Background: an optimization exercise with open tools, aiming at small area, a short achievable clock period and few clock cycles per item. Do not read the settings as production practice.
For this run, only the layout was checked, not whether the RTL still works.

--- flow/run.sh ---
#!/bin/bash
# synth_recipe.tcl (not shown) runs the flow's synth.tcl, then flattens the netlist and writes it again
# the make line also repeats each setting of config.mk as NAME=value (left out here)
make -C /OpenROAD-flow-scripts/flow DESIGN_CONFIG=/design/flow/config.mk WORK_HOME=/design/flow/orfs CLKGATE_MAP_FILE= SYNTH_SCRIPT=/design/flow/synth_recipe.tcl finish
--- flow/config.mk ---
export PLATFORM = sky130hd
export DESIGN_NAME = dge_sha256
export DESIGN_NICKNAME = dge_sha256
export VERILOG_FILES = /design/flow/design.v
export SDC_FILE = /design/flow/constraint.sdc
export NUM_CORES = 4
export LEC_CHECK = 0
export CAP_MARGIN = 20
export CORE_MARGIN = 2
export CORE_UTILIZATION = 40
export SLEW_MARGIN = 20
--- flow/constraint.sdc ---
create_clock -name core_clock -period 10.0 [get_ports {clk}]
set_input_delay 2.0000 -clock core_clock [delete_from_list [all_inputs] [get_ports {clk}]]
set_output_delay 2.0000 -clock core_clock [all_outputs]
set_load 0.01 [all_outputs]
--- flow/design.v ---
module dge_sha256 (
    input  wire         clk,
    input  wire         rst,             
    input  wire         start,
    input  wire         resume,
    input  wire [255:0] resume_h,        
    input  wire [63:0]  resume_count,    
    input  wire         abort,
    input  wire         in_valid,
    output wire         in_ready,
    input  wire [63:0]  in_data,
    input  wire         in_last,
    input  wire [3:0]   in_nbytes,
    output wire         busy,
    output reg          done,
    output reg          err,
    output wire [255:0] digest
);
    integer i;
    reg         busy_r;
    reg         addc;        
    reg         init;        
    reg         kv;          
    reg  [4:0]  q;           
    reg  [2:0]  sp;          
    reg         ended;       
    reg         m80;         
    reg         lenhere;     
    reg         lastblk;     
    reg  [5:0]  off;         
    reg  [54:0] blk;         
    reg  [31:0] H [0:7];
    reg  [31:0] a, b, c, d, e, f, g, h;
    reg  [31:0] w [0:15];    
    reg  [63:0] kk;          
    reg [63:0] kpair;
    always @(*) begin
        case (q)
            5'd0:  kpair = {32'h428a2f98, 32'h71374491}; 5'd1:  kpair = {32'hb5c0fbcf, 32'he9b5dba5};
            5'd2:  kpair = {32'h3956c25b, 32'h59f111f1}; 5'd3:  kpair = {32'h923f82a4, 32'hab1c5ed5};
            5'd4:  kpair = {32'hd807aa98, 32'h12835b01}; 5'd5:  kpair = {32'h243185be, 32'h550c7dc3};
            5'd6:  kpair = {32'h72be5d74, 32'h80deb1fe}; 5'd7:  kpair = {32'h9bdc06a7, 32'hc19bf174};
            5'd8:  kpair = {32'he49b69c1, 32'hefbe4786}; 5'd9:  kpair = {32'h0fc19dc6, 32'h240ca1cc};
            5'd10: kpair = {32'h2de92c6f, 32'h4a7484aa}; 5'd11: kpair = {32'h5cb0a9dc, 32'h76f988da};
            5'd12: kpair = {32'h983e5152, 32'ha831c66d}; 5'd13: kpair = {32'hb00327c8, 32'hbf597fc7};
            5'd14: kpair = {32'hc6e00bf3, 32'hd5a79147}; 5'd15: kpair = {32'h06ca6351, 32'h14292967};
            5'd16: kpair = {32'h27b70a85, 32'h2e1b2138}; 5'd17: kpair = {32'h4d2c6dfc, 32'h53380d13};
            5'd18: kpair = {32'h650a7354, 32'h766a0abb}; 5'd19: kpair = {32'h81c2c92e, 32'h92722c85};
            5'd20: kpair = {32'ha2bfe8a1, 32'ha81a664b}; 5'd21: kpair = {32'hc24b8b70, 32'hc76c51a3};
            5'd22: kpair = {32'hd192e819, 32'hd6990624}; 5'd23: kpair = {32'hf40e3585, 32'h106aa070};
            5'd24: kpair = {32'h19a4c116, 32'h1e376c08}; 5'd25: kpair = {32'h2748774c, 32'h34b0bcb5};
            5'd26: kpair = {32'h391c0cb3, 32'h4ed8aa4a}; 5'd27: kpair = {32'h5b9cca4f, 32'h682e6ff3};
            5'd28: kpair = {32'h748f82ee, 32'h78a5636f}; 5'd29: kpair = {32'h84c87814, 32'h8cc70208};
            5'd30: kpair = {32'h90befffa, 32'ha4506ceb}; default: kpair = {32'hbef9a3f7, 32'hc67178f2};
        endcase
    end
    function [31:0] bs0(input [31:0] x);
        bs0 = {x[1:0], x[31:2]} ^ {x[12:0], x[31:13]} ^ {x[21:0], x[31:22]};
    endfunction
    function [31:0] bs1(input [31:0] x);
        bs1 = {x[5:0], x[31:6]} ^ {x[10:0], x[31:11]} ^ {x[24:0], x[31:25]};
    endfunction
    function [31:0] ss0(input [31:0] x);
        ss0 = {x[6:0], x[31:7]} ^ {x[17:0], x[31:18]} ^ {3'b000, x[31:3]};
    endfunction
    function [31:0] ss1(input [31:0] x);
        ss1 = {x[16:0], x[31:17]} ^ {x[18:0], x[31:19]} ^ {10'b0, x[31:10]};
    endfunction
    function [63:0] csa(input [31:0] x, input [31:0] y, input [31:0] z);
        csa = {((x & y) | (x & z) | (y & z)) << 1, x ^ y ^ z};
    endfunction
    wire [31:0] k0 = kk[63:32];
    wire [31:0] k1 = kk[31:0];
    wire [31:0] w0 = w[14];
    wire [31:0] w1 = w[15];
    wire [63:0] xa  = csa(h, k0, w0);
    wire [63:0] ya  = csa(xa[31:0], xa[63:32], bs1(e));
    wire [63:0] t1a = csa(ya[31:0], ya[63:32], (e & f) ^ (~e & g));
    wire [63:0] ea  = csa(t1a[31:0], t1a[63:32], d);
    wire [63:0] za  = csa(t1a[31:0], t1a[63:32], bs0(a));
    wire [63:0] aa  = csa(za[31:0], za[63:32], (a & b) ^ (a & c) ^ (b & c));
    wire [31:0] e1  = ea[31:0] + ea[63:32];
    wire [31:0] a1  = aa[31:0] + aa[63:32];
    wire [63:0] xb  = csa(g, k1, w1);
    wire [63:0] yb  = csa(xb[31:0], xb[63:32], bs1(e1));
    wire [63:0] t1b = csa(yb[31:0], yb[63:32], (e1 & e) ^ (~e1 & f));
    wire [63:0] eb  = csa(t1b[31:0], t1b[63:32], c);
    wire [63:0] zb  = csa(t1b[31:0], t1b[63:32], bs0(a1));
    wire [63:0] ab  = csa(zb[31:0], zb[63:32], (a1 & a) ^ (a1 & b) ^ (a & b));
    wire [31:0] e2  = eb[31:0] + eb[63:32];
    wire [31:0] a2  = ab[31:0] + ab[63:32];
    wire [63:0] s0a = csa(ss1(w[14]), w[9], ss0(w[1]));
    wire [63:0] s0b = csa(s0a[31:0], s0a[63:32], w[0]);
    wire [63:0] s1a = csa(ss1(w[15]), w[10], ss0(w[2]));
    wire [63:0] s1b = csa(s1a[31:0], s1a[63:32], w[1]);
    wire [63:0] sched = {s0b[31:0] + s0b[63:32], s1b[31:0] + s1b[63:32]};
    wire feed_slot = busy_r & (addc | (q != 5'd0) | ~kv);
    wire from_in   = ~q[4] & ~q[3] & ~ended;
    assign in_ready = feed_slot & from_in & (sp == 3'd0);
    wire take      = in_ready & in_valid;
    wire feed_ok   = feed_slot & (~from_in | (take & ~(in_last & in_nbytes > 4'd8)));
    wire bad_last  = take & in_last & (in_nbytes > 4'd8);
    reg [63:0] beat;
    always @(*) begin
        for (i = 0; i < 8; i = i + 1) begin
            if (!in_last || i < in_nbytes)
                beat[63-8*i -: 8] = in_data[8*i +: 8];
            else if (i == in_nbytes)
                beat[63-8*i -: 8] = 8'h80;
            else
                beat[63-8*i -: 8] = 8'h00;
        end
    end
    wire [63:0] gen = (q[2:0] == 3'd7 && lenhere) ? {blk, off, 3'b000} :
                      m80 ? {32'h80000000, 32'd0} : 64'd0;
    wire [63:0] newpair = (q[4] | q[3]) ? sched : (ended ? gen : beat);
    wire [31:0] sum0 = H[0] + (init ? 32'd0 : a);
    wire [31:0] sum1 = H[1] + (init ? 32'd0 : b);
    wire [31:0] sum2 = H[2] + (init ? 32'd0 : c);
    wire [31:0] sum3 = H[3] + (init ? 32'd0 : d);
    wire [31:0] sum4 = H[4] + (init ? 32'd0 : e);
    wire [31:0] sum5 = H[5] + (init ? 32'd0 : f);
    wire [31:0] sum6 = H[6] + (init ? 32'd0 : g);
    wire [31:0] sum7 = H[7] + (init ? 32'd0 : h);
    wire [255:0] iv = {32'h6a09e667, 32'hbb67ae85, 32'h3c6ef372, 32'ha54ff53a,
                       32'h510e527f, 32'h9b05688c, 32'h1f83d9ab, 32'h5be0cd19};
    wire [255:0] rh;         
    genvar gi;
    generate
        for (gi = 0; gi < 32; gi = gi + 1) begin : g_rh
            assign rh[255-8*gi -: 8] = resume_h[8*gi +: 8];
        end
    endgenerate
    wire [255:0] sv = resume ? rh : iv;
    wire [255:0] h_cat = {H[0], H[1], H[2], H[3], H[4], H[5], H[6], H[7]};
    generate
        for (gi = 0; gi < 32; gi = gi + 1) begin : g_dig
            assign digest[8*gi +: 8] = h_cat[255-8*gi -: 8];
        end
    endgenerate
    assign busy = busy_r;
    wire go = ~busy_r & start & ~abort & ~rst;
    always @(posedge clk) begin
        kk <= kpair;
        for (i = 0; i < 14; i = i + 1)
            w[i] <= w[i+2];
        if (feed_ok) begin
            w[14] <= newpair[63:32];
            w[15] <= newpair[31:0];
        end else begin
            w[14] <= w[0];
            w[15] <= w[1];
        end
        c <= a; d <= b; g <= e; h <= f;
        if (addc) begin
            a <= sum0; b <= sum1; c <= sum2; d <= sum3;
            e <= sum4; f <= sum5; g <= sum6; h <= sum7;
        end else if (kv) begin
            a <= a2; b <= a1; e <= e2; f <= e1;
        end else begin
            a <= c; b <= d; e <= g; f <= h;
        end
    end
    always @(posedge clk) begin
        if (go) begin
            {H[0], H[1], H[2], H[3], H[4], H[5], H[6], H[7]} <= sv;
        end else if (addc) begin
            H[0] <= sum0; H[1] <= sum1; H[2] <= sum2; H[3] <= sum3;
            H[4] <= sum4; H[5] <= sum5; H[6] <= sum6; H[7] <= sum7;
        end
    end
    always @(posedge clk) begin
        if (rst) begin
            busy_r <= 1'b0;
            done   <= 1'b0;
            err    <= 1'b0;
            addc   <= 1'b0;
            kv     <= 1'b0;
            sp     <= 3'd0;
        end else if (abort) begin
            busy_r <= 1'b0;
            done   <= 1'b0;
            err    <= 1'b0;
            addc   <= 1'b0;
            kv     <= 1'b0;
            sp     <= 3'd0;
        end else if (!busy_r) begin
            addc <= 1'b0;
            kv   <= 1'b0;
            sp   <= 3'd0;
            if (start) begin
                done <= 1'b0;
                err  <= 1'b0;
                if (resume && resume_count[5:0] != 6'd0) begin
                    done <= 1'b1;
                    err  <= 1'b1;
                end else begin
                    busy_r <= 1'b1;
                    addc   <= 1'b1;
                end
            end
        end else if (bad_last) begin
            busy_r <= 1'b0;
            done   <= 1'b1;
            err    <= 1'b1;
            addc   <= 1'b0;
            kv     <= 1'b0;
        end else begin
            kv   <= feed_ok;
            addc <= kv & (q == 5'd0) & ~addc;
            if (feed_slot && !feed_ok)
                sp <= sp + 3'd1;
            if (addc && lastblk) begin
                busy_r <= 1'b0;
                done   <= 1'b1;
                addc   <= 1'b0;
                kv     <= 1'b0;
            end
        end
    end
    always @(posedge clk) begin
        if (go) begin
            init    <= 1'b1;
            q       <= 5'd0;
            ended   <= 1'b0;
            m80     <= 1'b0;
            lenhere <= 1'b0;
            lastblk <= 1'b0;
            blk     <= resume ? resume_count[60:6] : 55'd0;
        end else begin
            if (addc)
                init <= 1'b0;
            if (feed_ok) begin
                q <= q + 5'd1;
                if (from_in) begin
                    if (q[2:0] == 3'd7 && (!in_last || in_nbytes[3]))
                        blk <= blk + 55'd1;
                    if (in_last) begin
                        ended   <= 1'b1;
                        off     <= {q[2:0], 3'b000} + {2'b00, in_nbytes};
                        m80     <= in_nbytes[3];
                        lenhere <= !(q[2:0] == 3'd6 && in_nbytes[3]);
                    end
                end else if (~q[4] & ~q[3]) begin
                    m80 <= 1'b0;
                    if (q[2:0] == 3'd7) begin
                        lenhere <= 1'b1;
                        if (lenhere)
                            lastblk <= 1'b1;
                    end
                end
            end
        end
    end
endmodule
==> results.txt <==
[worst max-delay path: cells and delay by family (launching register included)]
family	cells	cell delay, ns
adders and majority gates	10	4.63
AOI/OAI and AO/OA	13	2.49
buffers and inverters	11	1.31
and+or+nand+nor	5	0.58
xor gates and xnor gates	3	0.51
DFF	1	0.35
[cell families (layout without fill, tap and decap cells)]
family	count (synthesis)	count (layout)	synth area share (%)
buffers and inverters	872	2263	4.15
and+or+nand+nor	2025	2025	12.0
AOI/OAI and AO/OA	1966	1966	15.5
xor gates and xnor gates	963	963	10.7
other	0	17	0
adders and majority gates	1022	1022	20.7
muxes	235	235	3.27
DFF	1167	1167	33.6
[through the flow]
stage	hold WS (ns)	TNS (ns)	instances	worst slack [ns]
2_1_floorplan	0.310	0	8250	0.572
4_1_cts	0.310	-0.961	12266	-0.165
5_1_grt	0.307	-3.54	12284	-0.309
6_report	0.308	-0.301	12298	-0.0608
3_5_place_dp	0.312	-12.95	11982	-1.05
3_3_place_gp	0.310	-13.39	11981	-1.08
[sequential cells by signal (all words and copies together), names as in the netlist, 3 cells and up]
| name | cells |
|---|---|
| h | 32 |
| sp | 3 |
| f | 32 |
| H | 256 |
| w | 512 |
| q | 5 |
| d | 32 |
| a | 32 |
| e | 32 |
| off | 6 |
| kk | 64 |
| c | 32 |
| g | 32 |
| b | 32 |
| blk | 55 |
[cells in the mapped netlist (31+ instances only)]
master,instances
dfxtp_1,850
xnor2_1,744
nand2_1,707
a21oi_1,553
o21ai_0,549
fa_1,498
inv_1,489
ha_1,467
nor2_1,431
clkbuf_1,342
edfxtp_1,317
nor2b_1,291
nand3_1,235
a21o_1,227
xor2_1,217
mux2_2,156
nor3_1,82
a211oi_1,79
mux2i_1,75
nand2b_1,75
o21a_1,62
o21bai_1,58
maj3_1,57
and3_1,56
a31oi_1,53
o21ai_1,35
buf_1,34
nand4_1,32
a222oi_1,31
o31ai_1,31
[layout make-up]
cell class | count | share of cell area [%]
clock inverter | 55 | 0.629
inverter | 494 | 1.86
clock buffer | 200 | 4.09
timing repair buffer | 1514 | 13.4
sequential | 1167 | 26.5
antenna | 17 | 0.0424
multi-input combinational | 6211 | 50.2
tap | 2640 | 3.29
[path summary, 6_finish.rpt]
path,cells after the start,startpoint,slack (ns),to
setup / recovery,42,w[14][1]$_DFF_P_,-0.06,e[28]$_DFF_P_
hold / removal,0,w[6][14]$_DFF_P_,0.31,w[4][14]$_DFF_P_
setup reg to reg,42,w[14][1]$_DFF_P_,-0.06,e[28]$_DFF_P_
hold reg to reg,0,w[6][14]$_DFF_P_,0.31,w[4][14]$_DFF_P_
[routing by layer]
metal / GRT usage (%) / vias up / wire [um]
met5: 0 / - / 138
met4: 18.2 / 22 / 22100
met3: 10.9 / 725 / 42700
met2: 56.2 / 3928 / 166000
met1: 53.7 / 35307 / 169000
li1: - / 31093 / -
[timing repair]
action / CTS / global route
setup endpoints to repair: 30 / 34
gates cloned: 0 / 0
buffers inserted: 33 / 24
gates resized for setup: 160 / 102
pin swaps: 81 / 110
==> flow_metrics.env <==
export IMPL_end_kind="flop"
export IMPL_cts_buffers=138
export IMPL_ant_nets=0
export IMPL_cts_tree="done"
export IMPL_worstPathMaxFanout=3
export IMPL_final_cell_mix="dfxtp_1 (839), buf_4 (817), xnor2_1 (716)"
export IMPL_regArea_sq_mm=0.0266
export IMPL_final_common_cell="dfxtp_1"
export IMPL_antenna_found_initial=39
export IMPL_synthArstFlopShare_pct=0
export IMPL_drc=0
export IMPL_max_stage_delay_ns=0.65
export IMPL_grt_max_degree=121
export IMPL_maxCapViolations=0
export IMPL_grt_overflow=0
export IMPL_worstMarginPinSlew_ns=1.20
export IMPL_cp_start_kind="flop"
export IMPL_cts_sinks=1167
export IMPL_timing_final_ws_setup_ns=-0.0608
export IMPL_wire_per_inst_um=32.6
export IMPL_failed_checks="setup timing"
export IMPL_drt_first_pass_iters=7
export IMPL_netlist_instances=8250
export IMPL_synth_area_per_cell_sq_um=9.58
export IMPL_synthFlopType="dfxtp_1"
export IMPL_place_hpwl_um=333000
export IMPL_die_h_um=448
export IMPL_drt_total_wl_um=400000
export IMPL_fill_cells=18242
export IMPL_drtIter0Drc=9160
export IMPL_final_max_slew_viol_count=0
export IMPL_ys_seq_area_share_pct=33.6
export IMPL_finalNetCount=10886
export IMPL_num_vias=71075
export IMPL_synth_nets=9610
export IMPL_start_util_pct=40.1
export IMPL_multiInputGateArea_sq_mm=0.0504
export IMPL_fmax_mhz=99.4
export IMPL_rows=163
export IMPL_die_area_sq_mm=0.201
export IMPL_final_core_utilization_pct=50.9
export IMPL_yosys_cell_types_count=91
export IMPL_hold_viol=0
export IMPL_setup_viol=8
export IMPL_finalClockSkew_ns=0.0629
export IMPL_netlist_area_sq_mm=0.0790
export IMPL_via_per_inst=5.78
export IMPL_cp_slowest_cell="fa_2"
export IMPL_yosys_register_bits=1167
export IMPL_yosysTopAreaCellShare_pct=21.5
export IMPL_ios=655
export IMPL_grt_pass1_wl_um=541000
export IMPL_ys_warn_count=3
export IMPL_post_route_period_util_pct=101
export IMPL_port_buffers=651
export IMPL_globalplace_congestion=1.15
export IMPL_grt_pass1_vias=68339
export IMPL_synth_top_cell_by_area="dfxtp_1"
export IMPL_slew_headroom_pct=20.3
export IMPL_synth_edff_count=317
export IMPL_postCtsHoldBufs=0
export IMPL_drive_gt1_share_pct=15.5
export IMPL_crit_arrival_ns=10.71
export IMPL_synthToLayoutAreaGrowth_pct=26.9
export IMPL_fin_area_sq_mm=0.100
export IMPL_die_w_um=448
export IMPL_clk_latency_ns=0.83
export IMPL_clockBufferDepth=3
export IMPL_place_area_sq_mm=0.0940
export IMPL_grt_use_total_pct=39.0
export IMPL_crit_required_ns=10.65
export IMPL_core_area_sq_mm=0.197
export IMPL_critPathKind="flop to flop"
export IMPL_rsz0062_at_grt="true"
export IMPL_cts_max_level=4
export IMPL_cpMostUsedCell="fa_2"
export IMPL_hold_path_class="flop to flop"
export IMPL_fin_crit_ns=10.06
export IMPL_clk_pin_slew_ns=0.06
export IMPL_outcome="finished with violations"
export IMPL_cts_root_buf="clkbuf_16"
export IMPL_synth_area_leaders="dfxtp_1 (22%), fa_1 (13%), edfxtp_1 (12%)"

==> afterwards: timing with drivers on the ports <==
In the flow no input, the clock included, has a driving cell. The finished layout below was timed again as built, in two steps.
Step 1 (the two cells are an assumption about what drives the block):
set clk [get_ports {clk}]
set_driving_cell -lib_cell sky130_fd_sc_hd__clkbuf_16 $clk
set_driving_cell -lib_cell sky130_fd_sc_hd__buf_2 [delete_from_list [all_inputs] $clk]
Step 2, shift: input delay + t, output delay - t, t = (earliest + latest rising clock arrival at the registers) / 2. This alone moves slack from input paths to output paths.
Three values: ideal, step 1, step 2; two values: the first two.
t (ns): 0.893
slack for setup (ns): -0.061 / -0.061 / -0.061
clock arrival spread, ns: 0.070 / 0.069
slew at the worst register clock pin (ns): 0.07 / 0.07
worst slew at a driven data input, ns: 0.21
For this run, drivers alone change the setup slack by 0.000 ns; drivers and shift together by 0.000 ns.
